Background: an optimization exercise with open tools, aiming at small area, a short achievable clock period and few clock cycles per item. Do not read the settings as production practice.
Function was checked by simulation only, so behaviour that the tests miss may differ from the original.

## run A
==> flow/design.v (excerpt) <==
module lattice_interp (
  input  wire        clk,
  input  wire        rst,
  input  wire        in_valid,
  input  wire [63:0] in_x,         
  output reg         in_ready,
  output reg         mem_rd,
  output reg  [16:0] mem_addr,
  input  wire [15:0] mem_rdata,    
  output reg         out_valid,
  output reg  [15:0] out_y
);
  reg  [63:0] x_r;         
  reg         act;         
  reg         lastc;       
  reg         fc;          
  reg  [3:0]  done;        
  wire [3:0]  one_x = {&in_x[63:48], &in_x[47:32], &in_x[31:16], &in_x[15:0]};
  wire [15:0] f0 = {x_r[11:0],  x_r[15:12]};
  wire [15:0] f1 = {x_r[27:16], x_r[31:28]};
  wire [15:0] f2 = {x_r[43:32], x_r[47:44]};
  wire [15:0] f3 = {x_r[59:48], x_r[63:60]};
  reg  [15:0] ib;
  wire g01 = f0 >= f1, g02 = f0 >= f2, g03 = f0 >= f3;
  wire g12 = f1 >= f2, g13 = f1 >= f3, g23 = f2 >= f3;
  wire g10 = f1 >= f0, g20 = f2 >= f0, g30 = f3 >= f0;
  wire g21 = f2 >= f1, g31 = f3 >= f1, g32 = f3 >= f2;
  wire [3:0] R = ~done & {|f3, |f2, |f1, |f0};
  wire [3:0] top;
  assign top[0] = R[0] & (~R[1] | g01) & (~R[2] | g02) & (~R[3] | g03);
  assign top[1] = R[1] & (~R[0] | g10) & (~R[2] | g12) & (~R[3] | g13);
  assign top[2] = R[2] & (~R[0] | g20) & (~R[1] | g21) & (~R[3] | g23);
  assign top[3] = R[3] & (~R[0] | g30) & (~R[1] | g31) & (~R[2] | g32);
  wire       more = |(R & ~top);
  reg  [3:0]  tp;          
  wire [16:0] inc_tp = (tp[0] ? 17'd1 : 17'd0) + (tp[1] ? 17'd17 : 17'd0) +
                       (tp[2] ? 17'd289 : 17'd0) + (tp[3] ? 17'd4913 : 17'd0);
  wire [16:0] addr_nx;
  wire ad_1s, ad_1c;
  lattice_fa ad_1u (.a(done[0]), .b(done[1]), .c(ib[4]), .s(ad_1s), .co(ad_1c));
  wire ad_2 = ib[5] ^ ib[8];
  wire ad_3 = ib[5] & ib[8];
  wire ad_4 = ib[6] ^ ib[9];
  wire ad_5 = ib[6] & ib[9];
  wire ad_6 = ib[7] ^ ib[10];
  wire ad_7 = ib[7] & ib[10];
  wire ad_8s, ad_8c;
  lattice_fa ad_8u (.a(done[1]), .b(ib[11]), .c(ib[8]), .s(ad_8s), .co(ad_8c));
  wire ad_9 = done[3] ^ ib[15];
  wire ad_10 = done[3] & ib[15];
  wire ad_11s, ad_11c;
  lattice_fa ad_11u (.a(done[2]), .b(ib[9]), .c(done[3]), .s(ad_11s), .co(ad_11c));
  wire ad_12 = ib[13] ^ ib[12];
  wire ad_13 = ib[13] & ib[12];
  wire ad_14 = ib[10] ^ ib[14];
  wire ad_15 = ib[10] & ib[14];
  ...
clock: 10.0 ns
lec_check: 0
cap_margin: 20
core_margin: 2
core_utilization: 40
cts_buf_list: sky130_fd_sc_hd__clkbuf_16
cts_cluster_diameter: 90
cts_cluster_size: 30
slew_margin: 20
synth_hierarchical: 1
standard.sh (not shown) runs the stock make flow with config.mk's settings and CLKGATE_MAP_FILE= SYNTH_SCRIPT=/design/flow/synth_recipe.tcl, a recipe that flattens the netlist after the stock synthesis.
==> flow/flow/run.sh <==
#!/bin/bash
# Standard layout, with plain buffers (buf_1) on the ports instead of the
# delay buffers the port-buffering step picks by default, and timing repair
# aiming at a shorter period than the 10 ns clock.
set -euo pipefail
bash standard.sh "BUFFER_PORTS_ARGS=-buffer_cell sky130_fd_sc_hd__buf_1" SETUP_SLACK_MARGIN=6.5 finish > standard.log 2>&1
Testbench counts of run A, summed over its fixed seeds: cycles 8,968, items 2,048.
What run B does differently from run A at the input level:
Settings: putting GPL_TIMING_DRIVEN at 1 where nothing was set.
==> comparison <==
Per the final summary, run B finished and its layout is clean on timing, DRC and antenna.
In terms of flop-to-flop setup slack, run A and run B differ only marginally.
On setup slack, run A tracks run B almost exactly.
As far as DRC violation count after routing goes, run A and run B are indistinguishable; the numbers are identical.
Reported for run A and run B, wire length turned out identical to the last digit.
As far as number of clock buffers inserted by TritonCTS is concerned, run A and run B perform about the same.
Modified inputs, run C compared to run B
Settings: GPL_TIMING_DRIVEN removed (was 1); CTS_CLUSTER_DIAMETER changed from 90 to 80; CTS_CLUSTER_SIZE changed from 30 to 25.
==> flow/flow/run.sh <==
#!/bin/bash
# Standard layout, with plain buffers (buf_2) on the ports instead of the
# delay buffers the port-buffering step picks by default, and timing repair
# aiming at a shorter period than the 10 ns clock.
set -euo pipefail
bash standard.sh "BUFFER_PORTS_ARGS=-buffer_cell sky130_fd_sc_hd__buf_2" SETUP_SLACK_MARGIN=6.3 finish > standard.log 2>&1
Results
Between run C and run B, it is run C whose biggest cell delay along the critical path is lower, by 0.34 ns.
The post-route cell area of run C was inferior to that of run B.
Average vias per placed instance delta for run C relative to run B: about 0.34% higher
The run showing the greater portion of the layout cell area used by clock cells is run C.
Run C — placer congestion estimate 3.7% higher, run B as reference
#### Input delta (run D over run C)
==> flow/flow/run.sh <==
#!/bin/bash
# Standard layout, with plain buffers (buf_2) on the ports instead of the
# delay buffers the port-buffering step picks by default, and timing repair
# aiming at a shorter period than the 10 ns clock.
set -euo pipefail
bash standard.sh "BUFFER_PORTS_ARGS=-buffer_cell sky130_fd_sc_hd__buf_2" SETUP_SLACK_MARGIN=6.6 finish > standard.log 2>&1
Results
Between run D and run C, it is run D whose minimum clock period after layout is lower, by 0.26 ns. As far as number of cells traversed by the worst hold path goes, run C and run D are indistinguishable; the numbers are identical. Of the two values seen for top metal layer carrying routed signals, met5 was produced by run D and met4 by run C. Between run C and run D, the global-route usage does not differ in any meaningful way. Run D improves on run C in setup slack. Comparing run D against run C, there is no change at all in number of top-level pins. The final routed wirelength across all metal layers in run D sits about 2.5% above the value recorded for run C. Post-route fraction of the period consumed by the critical path in run D is 2.6 points lower than in run C. Register fraction of the total cell area was lower in the run labelled run D.
Here is what was changed in the inputs of run E compared with run D.
==> flow/flow/run.sh <==
#!/bin/bash
# Standard layout, with plain buffers (buf_2) on the ports instead of the
# delay buffers the port-buffering step picks by default, and timing repair
# aiming at a shorter period than the 10 ns clock.
set -euo pipefail
bash standard.sh "BUFFER_PORTS_ARGS=-buffer_cell sky130_fd_sc_hd__buf_2" SETUP_SLACK_MARGIN=6.9 finish > standard.log 2>&1
==> comparison <==
- Compared with run D, in run E post-layout minimum cycle time dropped 0.0053 ns, flop-to-flop setup slack has remained practically unchanged.
- From run D to run E, number of sequential cells did not move at all.
- Critical path's slowest cell: sky130_fd_sc_hd__fa_2 -> run E, sky130_fd_sc_hd__fa_1 -> run D
- Compared with run D, run E shows a share of cell area taken by multi-input logic gates that is 0.40 points lower.
- Cmp run E vs run D: first-pass GRT wire length higher in run E


lattice_interp, a different RTL version from the one above (not shown whole).
For scale: ~1800 cells after synthesis, about 280 flip-flops, ~120 I/O pins, roughly 20000 um^2 of cells after synthesis.
==> flow/design.v (excerpt) <==
module lattice_interp (
  input  wire        clk,
  input  wire        rst,
  input  wire        in_valid,
  input  wire [63:0] in_x,         
  output wire        in_ready,
  output reg         mem_rd,
  output reg  [16:0] mem_addr,
  input  wire [15:0] mem_rdata,    
  output reg         out_valid,
  output reg  [15:0] out_y
);
clock: 10.0 ns
lec_check: 0
cap_margin: 20
core_margin: 2
core_utilization: 40
cts_buf_list: sky130_fd_sc_hd__clkbuf_4
slew_margin: 20
synth_hierarchical: 1
==> flow/flow/run.sh <==
#!/bin/bash
# Standard layout, with plain buffers (buf_2) on the ports instead of the
# delay buffers the port-buffering step picks by default, and timing repair
# aiming at a shorter period than the 10 ns clock.
set -euo pipefail
bash standard.sh "BUFFER_PORTS_ARGS=-buffer_cell sky130_fd_sc_hd__buf_2" SETUP_SLACK_MARGIN=6.7 finish > standard.log 2>&1
Testbench counts at the start, summed over its fixed seeds: cycles 9,405, items 2,048.
Rerun with:
--- a/flow/flow/run.sh
+++ b/flow/flow/run.sh
@@ -5,2 +5,2 @@
 set -euo pipefail
-bash standard.sh "BUFFER_PORTS_ARGS=-buffer_cell sky130_fd_sc_hd__buf_2" SETUP_SLACK_MARGIN=6.7 finish > standard.log 2>&1
+bash standard.sh "BUFFER_PORTS_ARGS=-buffer_cell sky130_fd_sc_hd__buf_2" SETUP_SLACK_MARGIN=6.3 finish > standard.log 2>&1
Outcome: Wire length falls by 6.0%. Setup slack gets worse by 0.030 ns. Final cell count falls by 3.7%. Register-to-register slack gets worse by 0.03 ns. Maximum frequency falls by 0.83%. Non-clock buffer count falls by 99. Global-route usage falls by 1.0 points. Final area falls by 6.1%. Flip-flop and latch count is unchanged. Count of clock-buffer cells in the layout falls by 1.
Rerun with:
==> flow/flow/run.sh (replaced) <==
#!/bin/bash
# Standard layout, with plain buffers (buf_2) on the ports instead of the
# delay buffers the port-buffering step picks by default.
set -euo pipefail
bash standard.sh "BUFFER_PORTS_ARGS=-buffer_cell sky130_fd_sc_hd__buf_2" finish > standard.log 2>&1
The changed run produced a clean layout.
Cell area decreases by 4.2%.
Routed wire length is lower by about 4.3%.
Utilization falls by 2.0 points.
Rerun with:
==> flow/flow/run.sh (replaced) <==
#!/bin/bash
# Standard layout, with plain buffers (buf_2) on the ports instead of the
# delay buffers the port-buffering step picks by default, and timing repair
# aiming at a shorter period than the 10 ns clock.
set -euo pipefail
bash standard.sh "BUFFER_PORTS_ARGS=-buffer_cell sky130_fd_sc_hd__buf_2" SETUP_SLACK_MARGIN=6.3 finish > standard.log 2>&1
--- a/flow/config.mk
+++ b/flow/config.mk
@@ -9,4 +9,6 @@
 export CORE_MARGIN = 2
-export CORE_UTILIZATION = 40
-export CTS_BUF_LIST = sky130_fd_sc_hd__clkbuf_4
+export CORE_UTILIZATION = 55
+export CTS_BUF_LIST = sky130_fd_sc_hd__clkbuf_16
+export CTS_CLUSTER_DIAMETER = 80
+export CTS_CLUSTER_SIZE = 25
 export SLEW_MARGIN = 20
What happened:
- final cell count is lower by 8.7%
- setup slack improved by 0.47 ns
- area after synthesis is unchanged

## port drivers added, routing unchanged
How much do the figures lean on ideal ports? The routed layouts below were timed once more, with nothing changed but the port constraints. Step 1 (the two cells are an assumption about what drives the block):
set clk [get_ports {clk}]
set_driving_cell -lib_cell sky130_fd_sc_hd__clkbuf_16 $clk
set_driving_cell -lib_cell sky130_fd_sc_hd__buf_2 [delete_from_list [all_inputs] $clk]
Step 2 also shifts input and output timing later by t, the mid clock arrival at the registers, as if the neighbouring blocks saw the same clock. a / b / c = ideal ports / drivers / drivers and shift; a / b = the first two.
run	t, ns	setup WS [ns]	clock arrival spread, ns	slew at the worst register clock pin (ns)
run A	0.595	6.611 / 6.611 / 6.356	0.025 / 0.025	0.11 / 0.11
run B	0.595	6.611 / 6.611 / 6.356	0.025 / 0.025	0.11 / 0.11
run C	0.611	6.422 / 6.422 / 6.422	0.018 / 0.017	0.10 / 0.10
run D	0.610	6.685 / 6.670 / 6.442	0.020 / 0.020	0.09 / 0.09
run E	0.611	6.690 / 6.690 / 6.499	0.034 / 0.034	0.09 / 0.09
the first run of note 2	0.831	6.423 / 6.423 / 6.423	0.066 / 0.066	0.07 / 0.07
the second run of note 2	0.828	6.393 / 6.393 / 6.393	0.076 / 0.076	0.07 / 0.07
the third run of note 2	0.845	5.901 / 5.901 / 5.901	0.051 / 0.051	0.07 / 0.07
the fourth run of note 2	0.607	6.369 / 6.369 / 6.369	0.031 / 0.031	0.10 / 0.10
After both steps setup and hold are still met in every run listed.
